What follows belongs to an exercise in optimizing a design on an open flow for small area and a short achievable clock period; a production flow would make more cautious choices. Where RTL was checked, it was by simulation tests only, not by an equivalence proof against the original. The flow treats the clock pin as an ideal source, which a real chip does not have. No activity file was given, so power comes from the tool's default toggle rates.

Design map_xlate, start of the top module:
module map_xlate (
    input  wire        clk,
    input  wire        rst,             
    input  wire        cfg_we,
    input  wire [4:0]  cfg_addr,
    input  wire [63:0] cfg_wdata,
    input  wire        req_valid,
    input  wire [39:0] req_addr,
    input  wire        req_kt3,
    output reg         resp_valid,
    output reg  [4:0]  resp_column,
    output reg  [15:0] resp_row,
    output reg  [3:0]  resp_bank,
    output reg  [1:0]  resp_rank,
    output reg  [3:0]  resp_channel,
    output reg  [2:0]  resp_stack,
    output reg  [3:0]  resp_region,
    output reg         resp_unmapped
);
    localparam NREG  = 16;
    localparam NMASK = 13;
    localparam K     = 3;      
    integer n, j;
    reg        rg_mode  [0:NREG-1];
    reg [3:0]  rg_size  [0:NREG-1];    
    reg [9:0]  rg_base  [0:NREG-1];
    reg [9:1]  rg_rb    [0:NREG-1];
    reg        rg_rb0   [0:NREG-1];    
    reg        rg_lock  [0:NREG-1];
    reg [17:0] mk_mask  [0:NMASK-1];   
    reg        mk_lock  [0:NMASK-1];
    wire [3:0] d_size = cfg_wdata[7:4];
    wire [9:0] d_szm  = (10'd1 << d_size) - 10'd1;
  ...
Size in the first run: roughly 2500 cells after synthesis, ~150 I/O pins, about 35000 sq um of cells after synthesis.
Settings: LEC_CHECK=0, CAP_MARGIN=50, CORE_MARGIN=2, CORE_UTILIZATION=55, SLEW_MARGIN=85; clock period 16.0 ns.
standard.sh (not shown) runs the stock make flow with config.mk's settings and CLKGATE_MAP_FILE= SYNTH_SCRIPT=/design/flow/synth_recipe.tcl, a recipe that flattens the netlist after the stock synthesis.
==> flow/flow/run.sh <==
#!/bin/bash
# Layout flow: the standard flow (standard.sh: the standard synthesis and
# ORFS steps) with two changes:
# - the buffers that ORFS puts on every input and output port are
#   sky130_fd_sc_hd__buf_2 instead of the slow delay cell (clkdlybuf4s50_1)
#   that buffer_ports picks by default; every port still gets its own buffer;
# - clock tree synthesis runs with ORFS's default arguments plus
#   -dont_use_dummy_load, so no dead clock loads are added.
# The full output of the run goes to flow_standard.log here; each ORFS step
# keeps its own log under orfs/logs.
set -euo pipefail
bash standard.sh \
  "BUFFER_PORTS_ARGS=-buffer_cell sky130_fd_sc_hd__buf_2" \
  "CTS_ARGS=-sink_clustering_enable -repair_clock_nets -dont_use_dummy_load" \
  finish > flow_standard.log 2>&1
Next try:
--- a/flow/config.mk
+++ b/flow/config.mk
@@ -7,5 +7,5 @@
 export LEC_CHECK = 0
-export CAP_MARGIN = 50
+export CAP_MARGIN = 20
 export CORE_MARGIN = 2
 export CORE_UTILIZATION = 55
-export SLEW_MARGIN = 85
+export SLEW_MARGIN = 70
Outcome: The new run finished clean. Core utilization went down by 9.9 points. Register-to-register slack is better by 0.71 ns. Critical path depth went down by 3. Setup slack is better by 2.2 ns. Combinational power went down by a quarter to a third. Die area is unchanged. Via count went down by a little under a tenth. Sequential cell count does not change. Total power went down by a few percent.
No functional check of the RTL was part of any run of this note.

---

Setup of red:
map_xlate, a different RTL version from the one above (not shown whole).
Size: ~2700 cells after synthesis, roughly 150 I/O pins, roughly 37000 sq um of cells after synthesis.
==> flow/config.mk <==
export PLATFORM = sky130hd
export DESIGN_NAME = map_xlate
export DESIGN_NICKNAME = map_xlate
export VERILOG_FILES = /design/flow/design.v
export SDC_FILE = /design/flow/constraint.sdc
export NUM_CORES = 4
export LEC_CHECK = 0
export CAP_MARGIN = 20
export CORE_MARGIN = 2
export CORE_UTILIZATION = 55
export SLEW_MARGIN = 20
==> flow/constraint.sdc <==
create_clock -name core_clock -period 16.0 [get_ports {clk}]
set_input_delay 3.2000 -clock core_clock [delete_from_list [all_inputs] [get_ports {clk}]]
set_output_delay 3.2000 -clock core_clock [all_outputs]
set_load 0.01 [all_outputs]
==> flow/flow/run.sh <==
#!/bin/bash
# Layout flow: the standard flow (standard.sh: the standard synthesis and
# ORFS steps) with these changes:
# - the buffers that ORFS puts on every input and output port are
#   sky130_fd_sc_hd__buf_4 instead of the slow delay cell (clkdlybuf4s50_1)
#   that buffer_ports picks by default; every port still gets its own buffer;
# - clock tree synthesis runs with ORFS's default arguments plus
#   -dont_use_dummy_load (no dead clock loads) and sinks clustered
#   by up to 20 within 80 um;
# - after clock tree synthesis, flow/post_cts.tcl gives the registers that
#   drive the output ports drive strength 2 (same cell type) and legalizes.
# The full output of the run goes to flow_standard.log here; each ORFS step
# keeps its own log under orfs/logs.
set -euo pipefail
here=$(pwd)
bash standard.sh \
  "BUFFER_PORTS_ARGS=-buffer_cell sky130_fd_sc_hd__buf_4" \
  "CTS_ARGS=-sink_clustering_enable -repair_clock_nets -dont_use_dummy_load -sink_clustering_size 20 -sink_clustering_max_diameter 80" \
  "POST_CTS_TCL=$here/flow/post_cts.tcl" \
  finish > flow_standard.log 2>&1
==> flow/flow/post_cts.tcl <==
# POST_CTS hook: give the registers that drive the output ports a stronger
# drive (sky130_fd_sc_hd__dfxtp_1 -> dfxtp_2, same cell type), then
# legalize the placement again. Nothing else changes.
set block [ord::get_db_block]
set count 0
foreach bterm [$block getBTerms] {
  if {[$bterm getIoType] ne "OUTPUT"} { continue }
  set net [$bterm getNet]
  if {$net eq "NULL"} { continue }
  foreach it [$net getITerms] {
    if {![$it isOutputSignal]} { continue }
    set buf [$it getInst]
    foreach bit [$buf getITerms] {
      if {![$bit isInputSignal]} { continue }
      set inet [$bit getNet]
      if {$inet eq "NULL"} { continue }
      foreach dit [$inet getITerms] {
        if {![$dit isOutputSignal]} { continue }
        set ff [$dit getInst]
        if {[[$ff getMaster] getName] eq "sky130_fd_sc_hd__dfxtp_1"} {
          replace_cell [$ff getName] sky130_fd_sc_hd__dfxtp_2
          incr count
        }
      }
    }
  }
}
puts "post_cts: upsized $count output registers"
detailed_placement
check_placement -verbose
--- input diff red..blue ---
# red
export LEC_CHECK = 0
export CAP_MARGIN = 20
export CORE_MARGIN = 2
export CORE_UTILIZATION = 55
export SLEW_MARGIN = 20
create_clock -name core_clock -period 16.0 [get_ports {clk}]
# blue
export LEC_CHECK = 0
export CAP_MARGIN = 20
export CORE_MARGIN = 2
export CORE_UTILIZATION = 55
export SLEW_MARGIN = 55
create_clock -name core_clock -period 16.0 [get_ports {clk}]
diff --git a/flow/flow/run.sh b/flow/flow/run.sh
--- a/flow/flow/run.sh
+++ b/flow/flow/run.sh
@@ -8,3 +8,3 @@
 #   -dont_use_dummy_load (no dead clock loads) and sinks clustered
-#   by up to 20 within 80 um;
+#   by up to 26 within 90 um;
 # - after clock tree synthesis, flow/post_cts.tcl gives the registers that
@@ -17,3 +17,3 @@
   "BUFFER_PORTS_ARGS=-buffer_cell sky130_fd_sc_hd__buf_4" \
-  "CTS_ARGS=-sink_clustering_enable -repair_clock_nets -dont_use_dummy_load -sink_clustering_size 20 -sink_clustering_max_diameter 80" \
+  "CTS_ARGS=-sink_clustering_enable -repair_clock_nets -dont_use_dummy_load -sink_clustering_size 26 -sink_clustering_max_diameter 90" \
   "POST_CTS_TCL=$here/flow/post_cts.tcl" \
### Flow results
Between blue and red, it is blue whose cell area after layout is lower, by 0.45%. blue vs red: post-layout net count down. Compared with red, blue shows a routed wire length on met2 that is 1.1% lower. In the tables for blue and red, clock network power share reads higher with red.

---

Another version of the RTL of map_xlate (not shown whole).
For scale: about 2500 cells after synthesis, ~150 I/O pins, ~35000 sq um of cells after synthesis.
==> flow/design.v (excerpt) <==
module map_xlate (
    input  wire        clk,
    input  wire        rst,             
    input  wire        cfg_we,
    input  wire [4:0]  cfg_addr,
    input  wire [63:0] cfg_wdata,
    input  wire        req_valid,
    input  wire [39:0] req_addr,
    input  wire        req_kt3,
    output reg         resp_valid,
    output reg  [4:0]  resp_column,
    output reg  [15:0] resp_row,
    output reg  [3:0]  resp_bank,
    output reg  [1:0]  resp_rank,
    output reg  [3:0]  resp_channel,
    output reg  [2:0]  resp_stack,
    output reg  [3:0]  resp_region,
    output reg         resp_unmapped
);
clock: 16.0 ns
lec_check: 0
cap_margin: 20
core_margin: 2
core_utilization: 55
slew_margin: 20
==> flow/flow/run.sh <==
#!/bin/bash
# Layout flow: the standard flow (standard.sh: the standard synthesis and
# ORFS steps) with two changes:
# - the buffers that ORFS puts on every input and output port are
#   sky130_fd_sc_hd__buf_4 instead of the slow delay cell (clkdlybuf4s50_1)
#   that buffer_ports picks by default; every port still gets its own buffer;
# - clock tree synthesis runs with ORFS's default arguments plus
#   -dont_use_dummy_load (no dead clock loads) and sinks clustered
#   by up to 30 within 100 um.
# The full output of the run goes to flow_standard.log here; each ORFS step
# keeps its own log under orfs/logs.
set -euo pipefail
bash standard.sh \
  "BUFFER_PORTS_ARGS=-buffer_cell sky130_fd_sc_hd__buf_4" \
  "CTS_ARGS=-sink_clustering_enable -repair_clock_nets -dont_use_dummy_load -sink_clustering_size 30 -sink_clustering_max_diameter 100" \
  finish > flow_standard.log 2>&1
Rerun with:
--- a/flow/flow/run.sh
+++ b/flow/flow/run.sh
@@ -8,2 +8 @@
-#   -dont_use_dummy_load (no dead clock loads) and sinks clustered
-#   by up to 30 within 100 um.
+#   -dont_use_dummy_load, so no dead clock loads are added.
@@ -15 +14 @@
-  "CTS_ARGS=-sink_clustering_enable -repair_clock_nets -dont_use_dummy_load -sink_clustering_size 30 -sink_clustering_max_diameter 100" \
+  "CTS_ARGS=-sink_clustering_enable -repair_clock_nets -dont_use_dummy_load" \
- SLEW_MARGIN: 20 -> 55
What happened: Count of clock-buffer cells in the layout came out higher by 52. Total power came out higher by about a fifth. Die area is unchanged. Fmax came out higher by about a fifth. Setup slack is better by 930 ps. Hold slack is worse by 17 ps. Wire length came out higher slightly. Global-route usage came out higher by 0.51 points.
No run of this note included a check of the RTL's function; only the layout flow was run.

---

Another version of the RTL of map_xlate (not shown whole).
For scale: about 2700 cells after synthesis, ~890 flip-flops, ~150 I/O pins, roughly 37000 sq um of cells after synthesis.
clock: 16.0 ns
lec_check: 0
cap_margin: 20
core_margin: 2
core_utilization: 55
slew_margin: 45
==> flow/flow/run.sh <==
#!/bin/bash
# Layout flow: the standard flow (standard.sh: the standard synthesis and
# ORFS steps) with two changes:
# - the buffers that ORFS puts on every input and output port are
#   sky130_fd_sc_hd__buf_4 instead of the slow delay cell (clkdlybuf4s50_1)
#   that buffer_ports picks by default; every port still gets its own buffer;
# - clock tree synthesis runs with ORFS's default arguments plus
#   -dont_use_dummy_load (no dead clock loads) and sinks clustered
#   by up to 20 within 80 um.
# The full output of the run goes to flow_standard.log here; each ORFS step
# keeps its own log under orfs/logs.
set -euo pipefail
bash standard.sh \
  "BUFFER_PORTS_ARGS=-buffer_cell sky130_fd_sc_hd__buf_4" \
  "CTS_ARGS=-sink_clustering_enable -repair_clock_nets -dont_use_dummy_load -sink_clustering_size 20 -sink_clustering_max_diameter 80" \
  finish > flow_standard.log 2>&1
The first run completed without violations.
Rerun with:
SLEW_MARGIN = 55   (was 45)
After rerunning: Power stays flat. Wire length is about the same. Cell area is about the same. Global-route usage hardly moves. Setup slack stays flat. Synthesized cell count is unchanged. Die area stays the same. Clock power hardly moves. Sequential cell count does not change. Core utilization hardly moves.

-- afterwards: timing with drivers on the ports --
In the flow no input, the clock included, has a driving cell. The finished layouts below were timed again as built, in two steps. Step 1 (the two cells are an assumption about what drives the block):
set clk [get_ports {clk}]
set_driving_cell -lib_cell sky130_fd_sc_hd__clkbuf_16 $clk
set_driving_cell -lib_cell sky130_fd_sc_hd__buf_2 [delete_from_list [all_inputs] $clk]
Step 2 moves the port delays by t, midway between the first and last clock arrival at a register: inputs arrive t later, outputs are due t later. That takes back most of the time a late clock gives input paths. a / b / c = no drivers / after step 1 / after step 2; a / b = the first two.
| run | t (ns) | slack for setup (ns) | worst setup path after step 2 | worst register clock-pin slew, ns | worst slew at a driven data input, ns |
|---|---|---|---|---|---|
| the first run of note 1 | 0.673 | 8.817 / 8.834 / 8.161 | input to register | 0.06 / 0.06 | 0.10 |
| the second run of note 1 | 0.669 | 11.042 / 11.083 / 10.414 | input to register | 0.06 / 0.06 | 0.12 |
| red | 0.671 | 11.636 / 11.636 / 11.052 | input to register | 0.09 / 0.09 | 0.05 |
| blue | 0.663 | 11.740 / 11.672 / 11.164 | input to register | 0.10 / 0.10 | 0.04 |
| the first run of note 3 | 0.654 | 10.407 / 10.447 / 9.793 | input to register | 0.12 / 0.12 | 0.09 |
| the second run of note 3 | 0.673 | 11.337 / 11.374 / 10.700 | input to register | 0.06 / 0.06 | 0.10 |
| the first run of note 4 | 0.679 | 11.708 / 11.644 / 11.069 | input to register | 0.09 / 0.09 | 0.12 |
| the second run of note 4 | 0.669 | 11.707 / 11.642 / 11.097 | input to register | 0.09 / 0.09 | 0.11 |
After both steps setup and hold are still met in every run listed. The setup slack of the first run of note 1, which loses most, moves by +0.017 ns with the drivers and by -0.656 ns with both steps.
